This is an optimization exercise on Yosys and OpenROAD, whose aim is small area and a short achievable clock period, not a production implementation.
In this exercise RTL edits were held to simulation tests only and were not proved equivalent to the original.

## flow/design.v (module list and top-level ports; edited modules follow where they fit)
// module vec_fma: 2759 lines
module vec_fma (
    input  wire        clk,
    input  wire        rst,
    input  wire        in_valid,
    input  wire [31:0] in_a,
    input  wire [31:0] in_b,
    input  wire [31:0] in_c,
    output reg         out_valid,
    output reg  [31:0] out_r
);
  // ...
==> flow/flow/run.sh <==
#!/bin/bash
# Standard ORFS layout; repair_timing aims for a setup slack of at least
# 18.95 ns at the design's clock period.
set -euo pipefail
bash standard.sh SETUP_SLACK_MARGIN=18.95 'BUFFER_PORTS_ARGS=-buffer_cell sky130_fd_sc_hd__buf_2' finish > standard.log 2>&1
==> flow/standard.sh <==
#!/bin/bash
# synth_recipe.tcl (not shown) runs the flow's synth.tcl, then flattens the netlist and writes it again
# the make line also repeats each setting of config.mk as NAME=value (left out here)
make -C /OpenROAD-flow-scripts/flow DESIGN_CONFIG=/design/flow/config.mk WORK_HOME=/design/flow/orfs CLKGATE_MAP_FILE= SYNTH_SCRIPT=/design/flow/synth_recipe.tcl "${@:-finish}"
==> flow/config.mk <==
export PLATFORM = sky130hd
export DESIGN_NAME = vec_fma
export DESIGN_NICKNAME = vec_fma
export VERILOG_FILES = /design/flow/design.v
export SDC_FILE = /design/flow/constraint.sdc
export NUM_CORES = 4
export LEC_CHECK = 0
export ABC_AREA = 1
export CAP_MARGIN = 20
export CORE_MARGIN = 2
export CORE_UTILIZATION = 45
export CTS_CLUSTER_DIAMETER = 120
export CTS_CLUSTER_SIZE = 24
export SLEW_MARGIN = 20
==> flow/constraint.sdc <==
create_clock -name core_clock -period 25.0 [get_ports {clk}]
set_input_delay 5.0000 -clock core_clock [delete_from_list [all_inputs] [get_ports {clk}]]
set_output_delay 5.0000 -clock core_clock [all_outputs]
set_load 0.01 [all_outputs]
==> flow_summary_export.csv, run 1 <==
group,metric,value,unit
run_status,status,"no timing/DRC/antenna violations",
layout,design_area,44500,sq um
min_path,min_path_cells,0,
layout,antenna_cells,3,
timing,fmax,166,MHz
synth,synth_area_per_cell,6.84,sq um
synth,ys_ff_latch,369,
job,drv_cap,0,
layout,seq_area,7440,sq um
layout,clock_area_share,1.58,%
timing,min_period,6.04,ns
worst_setup_path,crit_fanout,1,
cts,clk_pin_slew,0.10,ns
min_path,hold_end,"s2_sinf",
synth,async_flop_share,0,%
placement,pre_cts_ws,16.76,ns
placement,dpl.hpwl,123,mm
layout,clock_buffers,24,
synth,synth_top_family_by_area,"simple AND/OR/NAND/NOR gates",
cts,clock_sinks,369,
timing,rsz0062_at_grt,"yes",
detailed_routing,drtAntennaViolNets,0,
grt,grt_usage,34.3,%
synth,syn_area,40600,sq um
detailed_routing,drt-met1-wl,67.0,mm
timing,report.final.slew_viol_count,0,
synth,synth_edf_count,0,
detailed_routing,routed.top_layer,"met4",
floorplanning,die-area,92700,sq um
synth,ys_seq_area_share,18.2,%
layout,reg_top3,"s2_mag x101, s1_prod x48",
detailed_routing,wl,164,mm
synth,synth.area.mux_share,0.413,%
floorplanning,die_x,304,um
worst_setup_path,crit_arrival,1.04,ns
placement,numPortBuffers,131,
==> inputs of run 2 (changes only) <==
--- a/flow/config.mk
+++ b/flow/config.mk
@@ -9,5 +9,5 @@
 export CAP_MARGIN = 20
 export CORE_MARGIN = 2
-export CORE_UTILIZATION = 45
+export CORE_UTILIZATION = 50
 export CTS_CLUSTER_DIAMETER = 120
 export CTS_CLUSTER_SIZE = 24
==> run 2 against run 1 <==
Effect of this change: global-route usage increased by 3.1 points; register-to-register slack got worse by 0.03 ns; area after synthesis unchanged; via count increased by 0.22%; first-iteration DRC count increased by 5.9%; final cell count decreased by 1.8%; critical path depth increased by 3; cell area decreased by 0.35%; worst hold slack got worse by 0.0047 ns; routed wire length decreased by 1.6%; critical path type is now in -> reg; highest routed layer unchanged.
==> flow_summary_export.csv, run 2 <==
group,metric,value,unit
run_status,status,"no timing/DRC/antenna violations",
worst_setup_path,cp-end-kind,"register",
synth,syn_nets,6489,
synth,netlist_top_cells_count,"nand2_1, inv_1, nand3_1",
timing,report.final.slew_viol_count,0,
layout,final_common_cell,"nand2_1",
grt,grt_max_degree,61,
synth,ys_types,67,
floorplanning,io_pins,132,
synth,synth_edf_count,0,
detailed_routing,drc,0,
timing,min_period,6.06,ns
grt,grt_pass1_wl,237,mm
layout,mostFrequentLayoutCells,"nand2_1, inv_1, nand3_1",
floorplanning,die_x,289,um
layout,fin_cells,7038,
synth,yosysTopAreaCell,"dfxtp_1",
cts,cts_buffers,22,
floorplanning,die_h,289,um
floorplanning,die-area,83500,sq um
detailed_routing,wl,162,mm
synth,yosys_warnings,1,
timing,fmax,165,MHz
cts,clock_path_buffers,3,
detailed_routing,viasPerCell,5.90,
layout,final_util,55.1,%
placement,dpl.hpwl,120,mm
cts,cts_root_buf,"clkbuf_16",
worst_setup_path,crit_type,"in -> reg",
layout,drive_above_1_share,9.29,%
grt,grt_pass1_vias,38851,
timing,finalCritPeriodShare,24.2,%
grt,grt.overflow.total,0,
synth,async_flop_share,0,%
timing,whs,0.338,ns
synth,yosys-top-cells-area,"dfxtp_1, fa_1, nand2_1, xor2_1, inv_1",
placement,numPortBuffers,131,
synth,syn_area,40600,sq um
layout,reg_top3,"s2_mag x101, s1_prod x48",
timing,hold_violations,0,
cts,htreeDepth,1,
worst_setup_path,crit_required,25.43,ns
cts,clk_latency,0.61,ns
cts,clk_pin_slew,0.11,ns
timing,tightest_slew,1.09,ns
synth,ys_seq_area_share,18.2,%
detailed_routing,drt_first_pass_iters,9,
layout,fin_nets,6520,
synth,synth_top_flop_cell,"dfxtp_1",
detailed_routing,drtAntennaViolNets,0,
min_path,hold_class,"reg -> reg",
layout,area_growth,9.08,%
timing,rsz0062_at_grt,"yes",
cts,tritoncts,"done",
grt,grt_usage,37.4,%
worst_setup_path,crit_arrival,6.49,ns
cts,clock_sinks,369,
synth,ys_ff_latch,369,
placement,gp_congestion,1.07,
synth,yosysMostFrequentCell,"nand2_1",
placement,dp.cells,6901,
floorplanning,core_area,80400,sq um
worst_setup_path,crit_fanout,2,
detailed_routing,routedWlPerCell,23.0,um
timing,fin_worst_skew,0.0364,ns
floorplanning,start_util,50.5,%
timing,setup_tns,0,ns
detailed_routing,vias,41502,
synth,yosysTopAreaCellShare,18.2,%
job,drv_cap,0,
floorplanning,placementRows,104,
grt,antenna_found_initial,3,
synth,syn_inst,5934,
layout,largest_reg_flops,101,
detailed_routing,drtIter0Drc,4625,
synth,synth_area_per_cell,6.84,sq um
timing,maxSlewHeadroom,26.5,%
timing,setup_viol,0,
layout,top_register,"s2_mag",
worst_setup_path,crit_path_start_kind,"input pin",
## run 2: cell count changes in the layout (fill, tap and decap cells not counted), sizes merged
| cell | previous run | this run |
|---|---|---|
| buf | 274 | 252 |
| inv | 845 | 842 |
| a21oi | 157 | 158 |
| bufinv | 1 | 2 |
| clkinvlp | 51 | 58 |
| clkbuf | 27 | 30 |
| nand2 | 1229 | 1228 |
| clkinv | 7 | 5 |
## run 2: cells by family after synthesis
family / Yosys count / share of synthesized area (%)
AOI/OAI and AO/OA: 922 / 13.7
buffers and inverters: 1153 / 11.1
xor gates and xnor gates: 531 / 11.5
muxes: 16 / 0.413
DFF: 369 / 18.2
adders and majority gates: 456 / 19.0
and+or+nand+nor: 2487 / 26.2
## run 2: layer usage
metal / wire, um / track usage [%]
met5: 0 / 0
met4: 13300 / 24.7
met3: 15700 / 7.83
met2: 70300 / 59.0
met1: 62500 / 46.2
## run 2: stage by stage
| stage | setup WS, ns | instance area (sq um) |
|---|---|---|
| global route | 18.86 | 44300 |
| finish | 18.94 | 44300 |
| floorplan | 19.21 | 40600 |
| detailed placement | 16.85 | 41800 |
| CTS | 18.91 | 43300 |
| global placement | 17.09 | 41800 |
## run 2: final cells by class
| cell class | instances | area [sq um] |
|---|---|---|
| Clock inverter | 6 | 108 |
| Tap cell | 1060 | 1330 |
| Inverter | 875 | 3460 |
| Timing Repair inverter | 26 | 178 |
| Sequential cell | 369 | 7470 |
| Timing Repair Buffer | 254 | 2000 |
| Multi-Input combinational cell | 4417 | 29100 |
| Antenna cell | 3 | 7.51 |
| Fill cell | 8060 | 36100 |
| Clock buffer | 28 | 644 |
## run 2: what timing repair did
item                       CTS  global route
gates resized for setup     95           173
setup endpoints to repair  211           210
hold buffers                 0             0
pin swaps                    5             9
setup buffers               35            31
cloned                      19            14
## run 2: worst max-delay path: stages
cell	delay, ns
buf_2	0.10
nor4_1	0.56
nand4_1	0.19
nor2_1	0.63
## run 2: worst paths after layout
check | startpoint | endpoint | slack (ns) | depth (start not counted)
setup / recovery | in_a[17] | s0_afz | 18.94 | 4
hold / removal | s1_zsign | s2_zsign | 0.34 | 0
setup reg to reg | s2_em1[1] | out_r[22] | 19.13 | 28
hold reg to reg | s1_zsign | s2_zsign | 0.34 | 0
==> inputs of run 3 (changes only) <==
--- a/flow/config.mk
+++ b/flow/config.mk
@@ -9,6 +9,6 @@
 export CAP_MARGIN = 20
 export CORE_MARGIN = 2
-export CORE_UTILIZATION = 50
-export CTS_CLUSTER_DIAMETER = 120
-export CTS_CLUSTER_SIZE = 24
+export CORE_UTILIZATION = 40
+export CTS_CLUSTER_DIAMETER = 100
+export CTS_CLUSTER_SIZE = 20
 export SLEW_MARGIN = 20
==> run 3 against run 2 <==
Effect of this change: still clean; worst setup slack worse by 0.021 ns; die area up 25%; global-route usage down 7.4 points; final cell count up 4.4%; maximum frequency down 0.35%; critical path depth down 3; clock skew up 0.0071 ns; register-to-register slack better by 0.10 ns; critical path type is now reg -> out; largest cell class unchanged.
==> flow_summary_export.csv, run 3 <==
group,metric,value,unit
run_status,status,"no timing/DRC/antenna violations",
floorplanning,die_x,323,um
synth,ys_types,67,
detailed_routing,vias,41310,
cts,clk_latency,0.65,ns
worst_setup_path,critPathBufInv,1,
synth,synth_area_per_cell,6.84,sq um
worst_setup_path,critPathTopFamily,"flip-flops",
worst_setup_path,startpoint,"out_r[22]",
min_path,hold_end,"s2_spec",
grt,grt.overflow.total,0,
layout,mostFrequentLayoutCells,"nand2_1, inv_1, nand3_1",
detailed_routing,drtAntennaViolNets,0,
min_path,hp-start,"s1_spec",
min_path,hold_class,"reg -> reg",
min_path,min_path_cells,0,
synth,netlist_top_cells_count,"nand2_1, inv_1, nand3_1",
layout,fin_nets,6527,
timing,hold_violations,0,
worst_setup_path,rr_endpoint,"s1_prod[33]",
synth,syn_area,40600,sq um
layout,largest_reg_flops,101,
synth,yosys-top-cells-area,"dfxtp_1, fa_1, nand2_1, xor2_1, inv_1",
cts,cts_buffers,28,
cts,clk_pin_slew,0.08,ns
placement,dpl.hpwl,120,mm
detailed_routing,routedWlPerCell,21.9,um
job,drv_cap,0,
worst_setup_path,timing.rr.start,"s0_neg[5]",
floorplanning,die-area,104000,sq um
synth,syn_nets,6489,
worst_setup_path,crit_chain,"buf_6",
worst_setup_path,crit_required,20.00,ns
worst_setup_path,worst_path_max_delay_cell,"dfxtp_2",
timing,tightest_slew,1.08,ns
floorplanning,io_pins,132,
layout,drive_above_1_share,9.32,%
synth,yosys_warnings,1,
timing,rsz0062_at_grt,"yes",
timing,whs,0.333,ns
grt,antenna_found_initial,5,
layout,area_growth,10.1,%
worst_setup_path,reg2reg_slack,19.23,ns
synth,synth_top_flop_cell,"dfxtp_1",
synth,syn_inst,5934,
cts,clock_path_buffers,3,
layout,reg_top3,"s2_mag x101, s1_prod x48",
cts,hold_buffers,0,
synth,synth_edf_count,0,
worst_setup_path,slowest_delay,0.33,ns
worst_setup_path,crit_arrival,1.08,ns
detailed_routing,drtIter0Drc,4592,
worst_setup_path,rr_worst_depth,24,
timing,setup_viol,0,
synth,yosysTopAreaCellShare,18.2,%
worst_setup_path,crit_fanout,1,
cts,htreeDepth,1,
timing,fmax,165,MHz
layout,final_common_cell,"nand2_1",
synth,ys_ff_latch,369,
detailed_routing,drc,0,
grt,grt_pass1_vias,39290,
cts,cts_root_buf,"clkbuf_16",
detailed_routing,wl,161,mm
timing,maxSlewHeadroom,28.1,%
layout,fin_cells,7347,
floorplanning,start_util,40.4,%
worst_setup_path,crit_type,"reg -> out",
floorplanning,die_h,323,um
timing,report.final.slew_viol_count,0,
synth,async_flop_share,0,%
layout,top_register,"s2_mag",
worst_setup_path,cp-end-kind,"output port",
cts,clock_sinks,369,
placement,dp.cells,7208,
timing,min_period,6.08,ns
grt,grt_max_degree,61,
grt,grt_usage,30.0,%
floorplanning,core_area,100000,sq um
timing,setup_tns,0,ns
synth,ys_seq_area_share,18.2,%
cts,tritoncts,"done",
worst_setup_path,crit_path_start_kind,"register",
timing,fin_worst_skew,0.0435,ns
detailed_routing,drt_first_pass_iters,6,
grt,grt_pass1_wl,239,mm
placement,numPortBuffers,131,
floorplanning,placementRows,116,
synth,yosysTopAreaCell,"dfxtp_1",
placement,gp_congestion,1.03,
timing,finalCritPeriodShare,24.3,%
synth,yosysMostFrequentCell,"nand2_1",
detailed_routing,viasPerCell,5.62,
run 3: cell counts after synthesis:
Identical to the previous run, type by type.
run 3: repair_timing:
action	CTS	global route
buffers inserted	34	29
pin swaps	6	9
endpoints found under the setup margin	212	212
resized for setup	74	157
gates cloned	15	13
run 3: per-layer routing:
layer  track usage (%)  wire, um  vias up
met5                 0         0        -
met4              16.7     11600        0
met3              4.95     14200      560
met2              48.2     70500     2129
met1              38.3     65000    19259
li1                  -         -    19362
run 3: worst max-delay path by stage:
stage | endpoint | slack [ns] | cells past startpoint
floorplan | s1_prod[33] | 19.21 | 25
global placement | s2_mag[85] | 17.46 | 30
detailed placement | s2_mag[85] | 17.36 | 30
CTS | out_r[22] | 18.87 | 1
global route | out_r[22] | 18.88 | 1
finish | out_r[22] | 18.92 | 1
run 3: area by class of cell:
class	instances	area (sq um)
fill	10533	55700
timing repair buffer	259	1960
timing repair inverter	21	143
clock inverter	13	179
sequential	369	7450
antenna	4	10.0
tap	1357	1700
multi-input combinational	4418	29100
clock buffer	31	733
inverter	875	3430
run 3: through the flow:
step | utilization [%] | setup WS, ns | instance area (sq um)
3_5_place_dp | 42.1 | 17.36 | 42300
4_1_cts | 43.6 | 18.87 | 43800
5_1_grt | 44.5 | 18.88 | 44700
2_1_floorplan | - | 19.21 | 40600
3_3_place_gp | 42.1 | 17.46 | 42200
6_report | 44.5 | 18.92 | 44700
run 3: cell families after synthesis:
group | after synthesis | synth area share (%)
adder cells (fa/ha/maj) | 456 | 19.0
multiplexers | 16 | 0.413
XOR/XNOR | 531 | 11.5
AO/OA/AOI/OAI | 922 | 13.7
flip-flops | 369 | 18.2
buffers and inverters | 1153 | 11.1
AND/OR/NAND/NOR | 2487 | 26.2
==> inputs of run 4 (changes only) <==
==> flow/flow/run.sh (replaced) <==
#!/bin/bash
# Standard ORFS layout; repair_timing aims for a setup slack of at least
# 18.9 ns at the design's clock period.
set -euo pipefail
bash standard.sh SETUP_SLACK_MARGIN=18.9 'BUFFER_PORTS_ARGS=-buffer_cell sky130_fd_sc_hd__buf_2' finish > standard.log 2>&1
--- a/flow/config.mk
+++ b/flow/config.mk
@@ -10,5 +10,5 @@
 export CORE_MARGIN = 2
 export CORE_UTILIZATION = 40
-export CTS_CLUSTER_DIAMETER = 100
-export CTS_CLUSTER_SIZE = 20
+export CTS_CLUSTER_DIAMETER = 120
+export CTS_CLUSTER_SIZE = 24
 export SLEW_MARGIN = 20
==> run 4 against run 3 <==
Effect of this change: global-route usage fell by 0.11 points; routed wire length barely moved; largest cell class unchanged; highest routed layer is now met5.
==> flow_summary_export.csv, run 4 <==
group,metric,value,unit
min_path,hold_class,"reg -> reg",
detailed_routing,drc,0,
layout,fin_nets,6536,
synth,ys_ff_latch,369,
layout,final_common_cell,"nand2_1",
timing,rsz0062_at_grt,"yes",
cts,cts_root_buf,"clkbuf_16",
cts,cts_buffers,25,
run_status,status,"no timing/DRC/antenna violations",
job,drv_cap,0,
worst_setup_path,cp-end-kind,"output port",
timing,fin_worst_skew,0.0246,ns
synth,yosysMostFrequentCell,"nand2_1",
layout,area_growth,9.93,%
synth,ys_seq_area_share,18.2,%
timing,finalCritPeriodShare,24.3,%
worst_setup_path,crit_fanout,1,
placement,dpl.hpwl,120,mm
layout,reg_top3,"s2_mag x101, s1_prod x48",
timing,report.final.slew_viol_count,0,
worst_setup_path,crit_path_start_kind,"register",
synth,synth_top_flop_cell,"dfxtp_1",
detailed_routing,drt_first_pass_iters,8,
grt,grt.overflow.total,0,
floorplanning,core_area,100000,sq um
grt,antenna_found_initial,5,
cts,clock_path_buffers,3,
grt,grt_pass1_vias,39246,
synth,ys_types,67,
timing,hold_violations,0,
timing,setup_tns,0,ns
detailed_routing,drtAntennaViolNets,0,
layout,largest_reg_flops,101,
cts,clk_latency,0.63,ns
synth,netlist_top_cells_count,"nand2_1, inv_1, nand3_1",
placement,gp_congestion,1.03,
floorplanning,placementRows,116,
timing,setup_viol,0,
synth,syn_area,40600,sq um
detailed_routing,routedWlPerCell,21.9,um
placement,numPortBuffers,131,
floorplanning,die_h,323,um
worst_setup_path,crit_chain,"buf_6",
layout,final_util,44.5,%
cts,clock_sinks,369,
worst_setup_path,critPathBufInv,1,
floorplanning,io_pins,132,
worst_setup_path,slowest_delay,0.34,ns
synth,yosysTopAreaCellShare,18.2,%
detailed_routing,wl,161,mm
synth,yosys_warnings,1,
layout,mostFrequentLayoutCells,"nand2_1, inv_1, nand3_1",
worst_setup_path,worst_path_max_delay_cell,"dfxtp_2",
synth,yosysTopAreaCell,"dfxtp_1",
cts,clk_pin_slew,0.10,ns
worst_setup_path,crit_type,"reg -> out",
synth,yosys-top-cells-area,"dfxtp_1, fa_1, nand2_1, xor2_1, inv_1",
layout,drive_above_1_share,9.29,%
worst_setup_path,crit_required,20.00,ns
synth,synth_area_per_cell,6.84,sq um
timing,fmax,165,MHz
grt,grt_pass1_wl,239,mm
timing,maxSlewHeadroom,27.3,%
detailed_routing,drtIter0Drc,4187,
cts,tritoncts,"done",
floorplanning,die-area,104000,sq um
cts,htreeDepth,1,
layout,top_register,"s2_mag",
worst_setup_path,critPathTopFamily,"flip-flops",
detailed_routing,viasPerCell,5.62,
grt,grt_usage,29.9,%
synth,syn_nets,6489,
synth,synth_edf_count,0,
floorplanning,start_util,40.4,%
timing,tightest_slew,1.09,ns
worst_setup_path,crit_arrival,1.07,ns
synth,syn_inst,5934,
synth,async_flop_share,0,%
detailed_routing,vias,41367,
floorplanning,die_x,323,um
timing,min_period,6.07,ns
grt,grt_max_degree,61,
run 4: cell type report:
class / count / area, sq um
timing repair inverter: 22 / 150
sequential: 369 / 7440
clock buffer: 25 / 626
multi-input combinational: 4419 / 29100
tap: 1357 / 1700
inverter: 875 / 3430
fill: 10554 / 55800
timing repair buffer: 269 / 1970
antenna: 3 / 7.51
clock inverter: 16 / 255
run 4: worst paths after layout:
kind / from / end / slack [ns] / depth (start not counted)
worst max-delay path: out_r[22] / out_r[22] / 18.93 / 1
worst min-delay path: s1_spec / s2_spec / 0.34 / 0
worst max register to register: s0_two[2] / s1_prod[33] / 19.18 / 24
worst min register to register: s1_spec / s2_spec / 0.34 / 0
run 4: kinds of logic after synthesis:
kind of cell	after synthesis	share of synthesized area [%]
fa+ha+maj	456	19.0
xor+xnor	531	11.5
mux	16	0.413
simple gates	2487	26.2
compound gates	922	13.7
flops	369	18.2
buf+inv	1153	11.1
run 4: metrics by stage:
stage          cell area, sq um  instances  setup slack [ns]  hold slack (ns)
4_1_cts                   43700       7296             18.87            0.336
2_1_floorplan             40600       5934             19.21            0.310
5_1_grt                   44600       7352             18.85            0.351
3_5_place_dp              42300       7208             17.36            0.312
3_3_place_gp              42200       7206             17.46            0.315
6_report                  44600       7355             18.93            0.336
run 4: layer usage:
layer | up-vias | share of wire, % | GRT usage (%)
li1 | 19375 | - | -
met1 | 19199 | 40 | 38.2
met2 | 2223 | 43 | 47.9
met3 | 568 | 8.6 | 4.52
met4 | 2 | 7.4 | 17.4
met5 | - | 0.0068 | 0
run 4: timing repair:
item / CTS / global route
pin swaps: 5 / 8
gates resized for setup: 63 / 151
cloned: 14 / 16
setup buffers: 33 / 40
hold buffers: 0 / 0
endpoints found under the setup margin: 191 / 197
endpoints found under the hold margin: 0 / 0
==> inputs of run 5 (changes only) <==
--- a/flow/config.mk
+++ b/flow/config.mk
@@ -9,5 +9,5 @@
 export CAP_MARGIN = 20
 export CORE_MARGIN = 2
-export CORE_UTILIZATION = 40
+export CORE_UTILIZATION = 45
 export CTS_CLUSTER_DIAMETER = 120
 export CTS_CLUSTER_SIZE = 24
==> run 5 against run 4 <==
Effect of this change: critical endpoint is now out_r[11]; clock-buffer cell count shrank 1; utilization increased by 4.9 points; critical path type unchanged; clock skew rose by 0.0063 ns; maximum frequency up 0.37%; non-clock buffer count up 1; register-to-register slack got worse by 0.09 ns; area after synthesis did not move; die area fell by 11%.
==> flow_summary_export.csv, run 5 <==
group,metric,value,unit
detailed_routing,viasPerCell,5.77,
detailed_routing,drc,0,
grt,grt_max_degree,64,
floorplanning,die-area,92700,sq um
placement,dp.cells,7027,
layout,top_register,"s2_mag",
worst_setup_path,crit_chain,"buf_2",
synth,yosysMostFrequentCell,"nand2_1",
timing,hold_violations,0,
layout,area_growth,9.11,%
cts,cts_buffers,22,
worst_setup_path,critPathBufInv,1,
timing,finalCritPeriodShare,24.2,%
cts,clock_sinks,369,
placement,dpl.hpwl,123,mm
timing,tightest_slew,0.968,ns
placement,gp_congestion,1.05,
synth,yosysTopAreaCell,"dfxtp_1",
synth,syn_nets,6489,
min_path,hold_class,"reg -> reg",
worst_setup_path,crit_path_start_kind,"register",
worst_setup_path,startpoint,"out_r[11]",
cts,clk_pin_slew,0.09,ns
layout,mostFrequentLayoutCells,"nand2_1, inv_1, nand3_1",
layout,reg_top3,"s2_mag x101, s1_prod x48",
timing,fmax,165,MHz
worst_setup_path,timing.rr.start,"s0_one[8]",
synth,syn_area,40600,sq um
grt,grt_pass1_wl,243,mm
timing,fin_ws,18.95,ns
worst_setup_path,crit_type,"reg -> out",
synth,yosys-top-cells-area,"dfxtp_1, fa_1, nand2_1, xor2_1, inv_1",
synth,netlist_top_cells_count,"nand2_1, inv_1, nand3_1",
min_path,hp-start,"s1_sinf",
synth,synth_edf_count,0,
layout,final_common_cell,"nand2_1",
synth,yosys_warnings,1,
worst_setup_path,crit_fanout,1,
placement,numPortBuffers,131,
floorplanning,die_x,304,um
synth,async_flop_share,0,%
cts,tritoncts,"done",
worst_setup_path,crit_arrival,1.05,ns
detailed_routing,vias,41370,
worst_setup_path,reg2reg_slack,19.09,ns
synth,yosysTopAreaCellShare,18.2,%
detailed_routing,drtIter0Drc,4335,
cts,htreeDepth,1,
timing,rsz0062_at_grt,"yes",
grt,grt.overflow.total,0,
synth,syn_inst,5934,
detailed_routing,drt_first_pass_iters,6,
worst_setup_path,crit_required,20.00,ns
detailed_routing,routedWlPerCell,22.9,um
placement,pre_cts_ws,16.76,ns
synth,ys_ff_latch,369,
layout,fin_cells,7165,
timing,fin_worst_skew,0.0308,ns
floorplanning,die_h,304,um
worst_setup_path,slowest_delay,0.33,ns
timing,setup_tns,0,ns
timing,maxSlewHeadroom,35.0,%
layout,drive_above_1_share,9.12,%
grt,grt_pass1_vias,39134,
layout,largest_reg_flops,101,
run_status,status,"no timing/DRC/antenna violations",
worst_setup_path,worst_path_max_delay_cell,"dfxtp_2",
cts,clk_latency,0.62,ns
layout,fin_nets,6532,
floorplanning,core_area,89700,sq um
floorplanning,placementRows,110,
timing,min_period,6.05,ns
job,drv_cap,0,
synth,ys_seq_area_share,18.2,%
synth,synth_area_per_cell,6.84,sq um
floorplanning,io_pins,132,
cts,cts_root_buf,"clkbuf_16",
timing,report.final.slew_viol_count,0,
grt,grt_usage,34.1,%
grt,antenna_found_initial,2,
timing,setup_viol,0,
synth,ys_types,67,
detailed_routing,drtAntennaViolNets,0,
synth,synth_top_flop_cell,"dfxtp_1",
detailed_routing,wl,164,mm
floorplanning,start_util,45.3,%
cts,clock_path_buffers,3,
worst_setup_path,critPathTopFamily,"flip-flops",
worst_setup_path,cp-end-kind,"output port",
-- run 5: cell counts after synthesis --
Identical to the previous run, type by type.
-- run 5: cell families (layout without fill, tap and decap cells) --
family	count (synthesis)	in the layout	synth area share (%)
AND/OR/NAND/NOR	2487	2492	26.2
buffers and inverters	1153	1199	11.1
AO/OA/AOI/OAI	922	922	13.7
XOR/XNOR	531	531	11.5
adder cells (fa/ha/maj)	456	456	19.0
flip-flops	369	369	18.2
multiplexers	16	16	0.413
other	0	4	0
-- run 5: layout make-up --
class / instances / area, sq um
Clock buffer: 24 / 579
Sequential cell: 369 / 7440
Inverter: 875 / 3430
Fill cell: 9237 / 45400
Tap cell: 1176 / 1470
Timing Repair Buffer: 270 / 2000
Multi-Input combinational cell: 4417 / 29100
Clock inverter: 8 / 123
Timing Repair inverter: 22 / 150
Antenna cell: 4 / 10.0
-- run 5: metal layers --
| layer | part of all wire (%) | vias to the layer above | track usage (%) |
|---|---|---|---|
| li1 | - | 19360 | - |
| met1 | 41 | 19230 | 44.3 |
| met2 | 44 | 2193 | 53.8 |
| met3 | 8.0 | 585 | 4.91 |
| met4 | 7.4 | 2 | 20.6 |
| met5 | 0.0067 | - | 0.103 |
-- run 5: repair_timing --
item                                    4_1_cts  5_1_grt
setup buffers                                39       33
gates cloned                                 17       13
endpoints found under the setup margin      184      182
gates resized for setup                      85      128
pin swaps                                     4        9
hold buffers                                  0        0
hold endpoints to repair                      0        0
-- run 5: per-stage QoR --
stage               area, sq um  hold WS (ns)  util, %
floorplan                 40600         0.310        -
global placement          42000         0.312     46.8
detailed placement        42100         0.321     46.9
CTS                       43500         0.345     48.4
global route              44300         0.348     49.4
finish                    44300         0.342     49.4
-- run 5: path summary, 6_finish.rpt --
path                  to  cells past startpoint
max reg2reg  s1_prod[33]                     23
max            out_r[11]                      1
min              s2_sinf                      0
min reg2reg      s2_sinf                      0

==> port drivers added, routing unchanged <==
How much do the figures lean on ideal ports? The routed layouts below were timed once more, with nothing changed but the port constraints.
Step 1: set_driving_cell puts a clkbuf_16 on clk and a buf_2 on each other input, an assumption about the parent block.
Step 2, shift: input delay + t, output delay - t, t = (earliest + latest rising clock arrival at the registers) / 2. This alone moves slack from input paths to output paths.
Three values: ideal ports, drivers, drivers and shift; two values: the first two.
run	t, ns	setup WS [ns]	worst setup path after step 2	cell pins on the clock port's net
run 1	0.677	18.959 / 18.889 / 18.420	input to register	1
run 2	0.667	18.943 / 18.875 / 18.327	input to register	1
run 3	0.704	18.922 / 18.848 / 18.456	input to register	1
run 4	0.699	18.928 / 18.854 / 18.474	input to register	1
run 5	0.672	18.950 / 18.882 / 18.447	input to register	1
After both steps every run listed still meets setup and hold. For run 2, which loses most, drivers alone change the setup slack by -0.068 ns; drivers and shift together by -0.616 ns.
